This design comes from an exercise in tuning for small area and a short achievable clock period on the open sky130 flow, not from production work.
Where RTL was checked, it was by simulation tests only, not by an equivalence proof against the original.
Only the layout flow was run in run 1; the RTL was not checked for function there.
No activity file was given, so power comes from the tool's default toggle rates.

==> flow/design.v (outline; a module is shown in full before it is edited, if it fits) <==
// module hb1dec: 797 lines
// module hb1dec_fa: 4 lines
// module hb1dec_ha: 4 lines
module hb1dec (
    input  wire        clk,
    input  wire        rst,         
    input  wire        in_valid,
    input  wire [31:0] in_data,
    output reg         out_valid,
    output reg  [31:0] out_data
);
  // ...
==> flow/flow/run.sh <==
#!/bin/bash
# The standard layout (the standard.sh), with the port buffers made of
# buf_2 cells instead of the cell buffer_ports picks by default, and clock
# tree synthesis without dummy loads.
set -euo pipefail
export BUFFER_PORTS_ARGS="-buffer_cell sky130_fd_sc_hd__buf_2"
export CTS_ARGS="-sink_clustering_enable -repair_clock_nets -sink_clustering_size 24 -sink_clustering_max_diameter 100 -dont_use_dummy_load"
bash standard.sh > standard.log 2>&1
==> flow/standard.sh <==
#!/bin/bash
# synth_recipe.tcl (not shown) runs the flow's synth.tcl, then flattens the netlist and writes it again
# the make line also repeats each setting of config.mk as NAME=value (left out here)
make -C /OpenROAD-flow-scripts/flow DESIGN_CONFIG=/design/flow/config.mk WORK_HOME=/design/flow/orfs CLKGATE_MAP_FILE= SYNTH_SCRIPT=/design/flow/synth_recipe.tcl "${@:-finish}"
==> flow/config.mk <==
export PLATFORM = sky130hd
export DESIGN_NAME = hb1dec
export DESIGN_NICKNAME = hb1dec
export VERILOG_FILES = /design/flow/design.v
export SDC_FILE = /design/flow/constraint.sdc
export NUM_CORES = 4
export LEC_CHECK = 0
export CAP_MARGIN = 20
export CORE_MARGIN = 2
export CORE_UTILIZATION = 60
export SLEW_MARGIN = 75
export SYNTH_HIERARCHICAL = 1
export SYNTH_MINIMUM_KEEP_SIZE = 0
==> flow/constraint.sdc <==
create_clock -name core_clock -period 18.0 [get_ports {clk}]
set_input_delay 3.6000 -clock core_clock [delete_from_list [all_inputs] [get_ports {clk}]]
set_output_delay 3.6000 -clock core_clock [all_outputs]
set_load 0.01 [all_outputs]
==> summary.txt, run 1 <==
Synth
  • XOR/XNOR Fraction of Synth Area: 0.01620
  • Largest family of logic cells by synthesized area: adder cells

Critical path
  • Worst endpoint required time: 18.30 ns
  • Crit path depth: 10
  • Cells on worst reg2reg path: 9
  • Worst path most repeated cell: buf_8
  • Setup crit end: os7[13]$_DFFE_PP_
  • R2r startpoint: pr2[6]$_DFF_P_
  • Critical path class: primary input to flop

Layout
  • Commonest cells after routing, fill and taps aside: fa_1 (529), edfxtp_1 (464), nand2_1 (256), dfxtp_1 (192), inv_1 (129)
  • Fin cells: 3164
  • Multi-input logic area: 0.01595 sq mm
  • Top Registers: rx (34), u (34), ry (33)
  • Filler Cell Count: 4268
  • Non-CTS buffers: 101
  • Non-CTS inverters: 129
  • # diodes: 0

Clocking
  • CTS tree: yes
  • Register clock-pin slew on the reported worst setup and hold paths: 0.10 ns
  • Clock Tree Root: clkbuf_16

Placed design
  • RD Place Congestion: 0.9880

GRT
  • Gr ovfl total: 0

STA
  • Final min period: 5.455 ns
  • Setup-failing EPs final: 0
  • RSZ-0062 raised after global routing: false
  • F_max: 183.3 MHz
  • Setup TNS Final: 0 ns

Status
  • Status: finished clean

Run
  • Maxcap violations: 0

Die
  • Starting Density: 0.6037
  • Die area: 0.06237 sq mm
  • Horiz. Die Dim: 249.7 microns
  • Die H: 249.7 microns

Pwr
  • Sequential power: 2.17 mW

Drt
  • Max Used Layer: met4
  • Detailed router's first-iteration violation count: 1515

Hold path
  • Hold WC Path Type: flop to flop
==> inputs of run 2 (changes only) <==
--- a/flow/design.v
+++ b/flow/design.v
@@ -1,52 +1,58 @@
 module hb1dec (
     input  wire        clk,
     input  wire        rst,         
     input  wire        in_valid,
     input  wire [31:0] in_data,
     output reg         out_valid,
     output reg  [31:0] out_data
 );
+    reg        iv;
+    reg [15:0] dlo, dhi;
     reg [15:0] hreg;     
     reg        phase;    
     reg        a1;       
     reg        ea1;      
     reg        b1;       
     reg        nb1;      
     reg        c2, c3, c4;
     reg        c2k;      
     reg        nc2k;     
     reg        nnb;      
     reg  [9:0] vo;       
-    wire oacc = in_valid & phase;
-    wire eacc = in_valid & ~phase;
+    wire oacc = iv & phase;
+    wire eacc = iv & ~phase;
     always @(posedge clk) begin
         c2k  <= b1;
         nc2k <= ~b1;
         nnb  <= nb1;
-        hreg <= in_data[31:16];
+        dlo  <= in_data[15:0];
+        dhi  <= in_data[31:16];
+        hreg <= dhi;
         if (rst) begin
+            iv <= 1'b0;
             phase <= 1'b0;
             a1 <= 1'b0; ea1 <= 1'b0; b1 <= 1'b0; nb1 <= 1'b1;
             c2 <= 1'b0; c3 <= 1'b0; c4 <= 1'b0;
             out_valid <= 1'b0;
             vo <= 10'd0;
         end else begin
-            if (in_valid) phase <= ~phase;
+            iv <= in_valid;
+            if (iv) phase <= ~phase;
             a1 <= oacc; ea1 <= eacc; b1 <= a1; nb1 <= ~a1;
             c2 <= b1; c3 <= c2; c4 <= c3;
             out_valid <= c4;
             if (oacc) vo <= {vo[8:0], 1'b1};
         end
     end
     reg [15:0] os0, os1, os2, os3, os4, os5, os6, os7, os8, os9, os10, os11, os12, os13, os14, os15, os16, os17, os18;
     always @(posedge clk)
         if (oacc | a1) begin
-            os0 <= a1 ? hreg : in_data[15:0];
+            os0 <= a1 ? hreg : dlo;
             os1 <= os0;
             os2 <= os1;
             os3 <= os2;
             os4 <= os3;
             os5 <= os4;
             os6 <= os5;
             os7 <= os6;
             os8 <= os7;
@@ -59,17 +65,17 @@
             os15 <= os14;
             os16 <= os15;
             os17 <= os16;
             os18 <= os17;
         end
     reg [15:0] es0, es1, es2, es3, es4, es5, es6, es7, es8, es9;
     always @(posedge clk)
         if (eacc | ea1) begin
-            es0 <= ea1 ? hreg : in_data[15:0];
+            es0 <= ea1 ? hreg : dlo;
             es1 <= es0;
             es2 <= es1;
             es3 <= es2;
             es4 <= es3;
             es5 <= es4;
             es6 <= es5;
             es7 <= es6;
             es8 <= es7;
==> flow/config.mk (replaced) <==
export PLATFORM = sky130hd
export DESIGN_NAME = hb1dec
export DESIGN_NICKNAME = hb1dec
export VERILOG_FILES = /design/flow/design.v
export SDC_FILE = /design/flow/constraint.sdc
export NUM_CORES = 4
export LEC_CHECK = 0
export CAP_MARGIN = 20
export CORE_MARGIN = 2
export CORE_UTILIZATION = 60
export SLEW_MARGIN = 20
export SYNTH_HIERARCHICAL = 1
export SYNTH_MINIMUM_KEEP_SIZE = 0
==> run 2 against run 1 <==
  * Power fell by 4.5%
  * Via count is 0.83% lower
  * Final area down 0.62%
  * Critical path depth is 1 lower
  * Non-clock buffer count decreased by 19
  * Still clean
  * Sequential power about the same
  * Synthesized cell count is 0.61% higher
  * Count of clock-buffer cells in the layout is 1 lower
  * Hold slack got worse by 0.012 ns
  * Largest power group unchanged
  * Routed wire length is 2.4% lower
  * Sequential share of layout area rose by 1.5 points
  * Setup slack gained 0.78 ns
==> summary.txt, run 2 <==
Status
  • Status: finished clean

Clocking
  • Clock Tree Root: clkbuf_16
  • PostCTS Resize Cnt: 0
  • Clock latency at the later pin of the worst-skew pair: 0.60 ns
  • # clock sinks: 788
  • Post-CTS setup buffer count: 0
  • Register clock-pin slew on the reported worst setup and hold paths: 0.09 ns (about the same)
  • Cts hold-fix bufs: 0
  • H-tree levels: 2
  • Num CTS Buffers: 39
  • CTS tree: yes
  • CTS max path bufs: 3

GRT
  • First-pass GRT wire length: 123.2 mm
  • Number of global-route vias before repair: 19210
  • Overall routing resource usage: 0.2727
  • Pin count of the biggest net entering global routing: 96
  • Gr ovfl total: 0 (unchanged)
  • Initial antenna violation count: 5

Synth
  • Yosys reg bits: 788
  • Largest cells by area after synthesis: edfxtp_1 (38%), fa_1 (29%), dfxtp_1 (18%), nand2_1 (2.7%), ha_1 (1.8%)
  • Count leader, synth: fa_1
  • Top-area cell type share of the netlist area: 0.3791
  • Cell taking the most area after synthesis: edfxtp_1
  • Gate Count Post-Synth: 2309
  • Most used DFF post-synth: edfxtp_1
  • Mean Syn Cell Area: 15.92 sq um
  • Synth Warn #: 7
  • Most frequent cells after synthesis: fa_1 (529), edfxtp_1 (464), dfxtp_1 (324), nand2_1 (260), inv_1 (132)
  • Post-synth EDFFs: 464
  • Netlist Area Pre-Place: 0.03675 sq mm
  • Fraction of registers with async set/reset: 0
  • Sequential-to-total area share from yosys stat: 0.5556
  • Count of cell types in the netlist: 66

Die
  • Starting Density: 0.6078 (+0.004090)
  • Horiz. Die Dim: 251.5 microns (+0.70%)
  • Core area: 0.06047 sq mm
  • Die H: 251.5 microns (+0.70%)
  • I/O Pins: 68
  • Die area: 0.06325 sq mm (+1.4%)
  • Site Rows: 90

STA
  • Actual slew at the worst max-slew pin: 1.056 ns
  • F_max: 213.9 MHz (+17%)
  • Setup-failing EPs final: 0 (unchanged)
  • Worst hold margin: 0.3237 ns
  • Final worst-path cycle share: 0.2597
  • RSZ-0062 raised after global routing: false
  • Rel. slew slack: 0.2951
  • Final min period: 4.675 ns (-0.7800 ns)
  • Min setup slack post-route: 13.33 ns
  • Final hold violations: 0
  • Pins Over Slew Limit: 0
  • Setup TNS Final: 0 ns (unchanged)
  • Clk_skew: 0.05727 ns

Pwr
  • Static leakage: 12.61 nW
  • Peak VDD IR: 0.09150 mV
  • Power density over cell area: 103.4 mW/mm^2

Layout
  • Fraction of layout cells with a size suffix above 1: 0.07521
  • Layout area overhead: 5.948%
  • Commonest non-fill, non-tap cell in the layout: fa_1
  • Core Util, Final: 0.6439
  • Commonest cells after routing, fill and taps aside: fa_1 (529), edfxtp_1 (464), dfxtp_1 (324), nand2_1 (260), inv_1 (132)
  • # diodes: 0 (unchanged)
  • Design Area, Final: 0.03894 sq mm
  • Top Registers: rx (34), u (34), ry (33)
  • Final net count: 2999

Critical path
  • CP Capture Type: flop
  • Reg-to-Reg End: ry[22]$_DFF_P_
  • R2r startpoint: pr1[11]$_DFF_P_
  • Worst endpoint required time: 18.43 ns (+0.13 ns)
  • Worst Setup Start Kind: flop
  • R2r setup slk: 13.33 ns
  • Setup crit end: ry[22]$_DFF_P_
  • Arr. time, crit path: 5.10 ns
  • Critical path class: flop to flop
  • Setup crit start: pr1[11]$_DFF_P_
  • Crit-path max FO: 5
  • Cells on worst reg2reg path: 9 (unchanged)

Placed design
  • Port bufs: 67
  • Setup WS pre-CTS: 13.34 ns
  • RD Place Congestion: 0.9663 (-2.2%)
  • DP HPWL: 65.91 mm
  • Placed inst area: 0.03796 sq mm

Drt
  • Detailed-route DRC error count: 0
  • Wirelength per Cell: 26.33 microns
  • Total routed wirelength: 83.25 mm
  • Via count: 18170
  • Detailed router's first-iteration violation count: 1566 (+3.4%)
  • Vias per Instance: 5.746
  • Remaining antenna violation count: 0
  • First drt pass iteration count: 5

Run
  • Maxcap violations: 0 (unchanged)

Hold path
  • WHS Path Cells: 0
  • Hold WC Path Type: flop to flop
-- run 2: changes by cell type in the layout (fill, tap and decap cells not counted), moves of 7 or more --
cell and change:
dfxtp_4 -29, o21ai_0 +8, buf_8 -12, ha_1 +8, ha_2 -8, a21o_1 -13
dfxtp_2 -70, xor2_1 +7, nor2_1 -8, dfxtp_1 +132
-- run 2: how the worst min path moves through the flow --
| stage | slack [ns] | to | from |
|---|---|---|---|
| final | 0.32 | hreg[11]$_DFF_P_ | dhi[11]$_DFF_P_ |
| after global routing | 0.34 | hreg[11]$_DFF_P_ | dhi[11]$_DFF_P_ |
| after CTS | 0.33 | hreg[11]$_DFF_P_ | dhi[11]$_DFF_P_ |
| after detailed placement | 0.31 | hreg[4]$_DFF_P_ | dhi[4]$_DFF_P_ |
| after global placement | 0.31 | hreg[11]$_DFF_P_ | dhi[11]$_DFF_P_ |
| after floorplan | 0.31 | hreg[0]$_DFF_P_ | dhi[0]$_DFF_P_ |
-- run 2: metal layers --
layer,share of wire,GRT usage
met4,0.037,0.09541
met2,0.49,0.4468
met3,0.060,0.04240
met1,0.41,0.3787
met5,0,0
-- run 2: critical path: stages (launching register included) --
cell	delay, ns
dfxtp_1	0.72
fa_1	0.56
fa_1	0.40
fa_1	0.48
fa_1	0.53
inv_1	0.06
fa_1	0.48
fa_1	0.40
fa_1	0.42
fa_1	0.43
-- run 2: metrics by stage --
stage	total power, mW	cells
final	4.025	3162
after global routing	4.225	3162
after CTS	4.066	3162
after detailed placement	3.166	3123
after global placement	3.161	3123
after floorplan	2.864	2318
-- run 2: final cells by class --
type | instances | area, sq um
Multi-Input combinational cell | 1339 | 15620
Clock buffer | 39 | 975.9
Fill cell | 4328 | 21530
Tap cell | 782 | 978.4
Sequential cell | 788 | 20420
Timing Repair Buffer | 82 | 451.7
Inverter | 132 | 495.5
-- run 2: cell families after synthesis --
| kind of cell | Yosys count | share of synthesized area |
|---|---|---|
| other | 2 | 0.0002043 |
| buffers and inverters | 191 | 0.02080 |
| AOI/OAI and AO/OA | 180 | 0.03193 |
| xor gates and xnor gates | 72 | 0.01716 |
| DFF | 788 | 0.5556 |
| muxes | 35 | 0.01066 |
| and+or+nand+nor | 459 | 0.05743 |
| adders and majority gates | 582 | 0.3062 |
-- run 2: modules after synthesis (local to each module, per instance) --
module,copies in the design,cell area (sq um)
hb1dec_ha,9,12.51
hb1dec_fa,526,20.02
hb1dec,1,26110
-- run 2: report_power, final --
group / internal (mW) / total [mW] / switching [mW] / leakage, nW
Clock: 0.388 / 0.907 / 0.519 / 0.481
Sequential: 2.06 / 2.15 / 0.0963 / 6.94
Combinational: 0.368 / 0.966 / 0.598 / 5.19

## static timing again, ports no longer ideal
In the flow no input, the clock included, has a driving cell. The finished layouts below were timed again as built, in two steps. Step 1 sets driving cells, clkbuf_16 on the clock port and buf_2 on the other inputs (assumed; they add their load-dependent delay and slew). Step 2 also shifts input and output timing later by t, the mid clock arrival at the registers, as if the neighbouring blocks saw the same clock. Slacks: ideal / step 1 / step 2; pairs: ideal / step 1.
run	t, ns	setup WS [ns]	hold slack, ns	worst register clock-pin slew, ns
run 1	0.645	12.545 / 12.579 / 11.934	0.336 / 0.336 / 0.336	0.10 / 0.10
run 2	0.636	13.325 / 13.304 / 13.325	0.324 / 0.324 / 0.324	0.10 / 0.10
After both steps setup and hold are still met in every run listed. For run 1, which loses most, drivers alone change the setup slack by +0.034 ns; drivers and shift together by -0.611 ns.
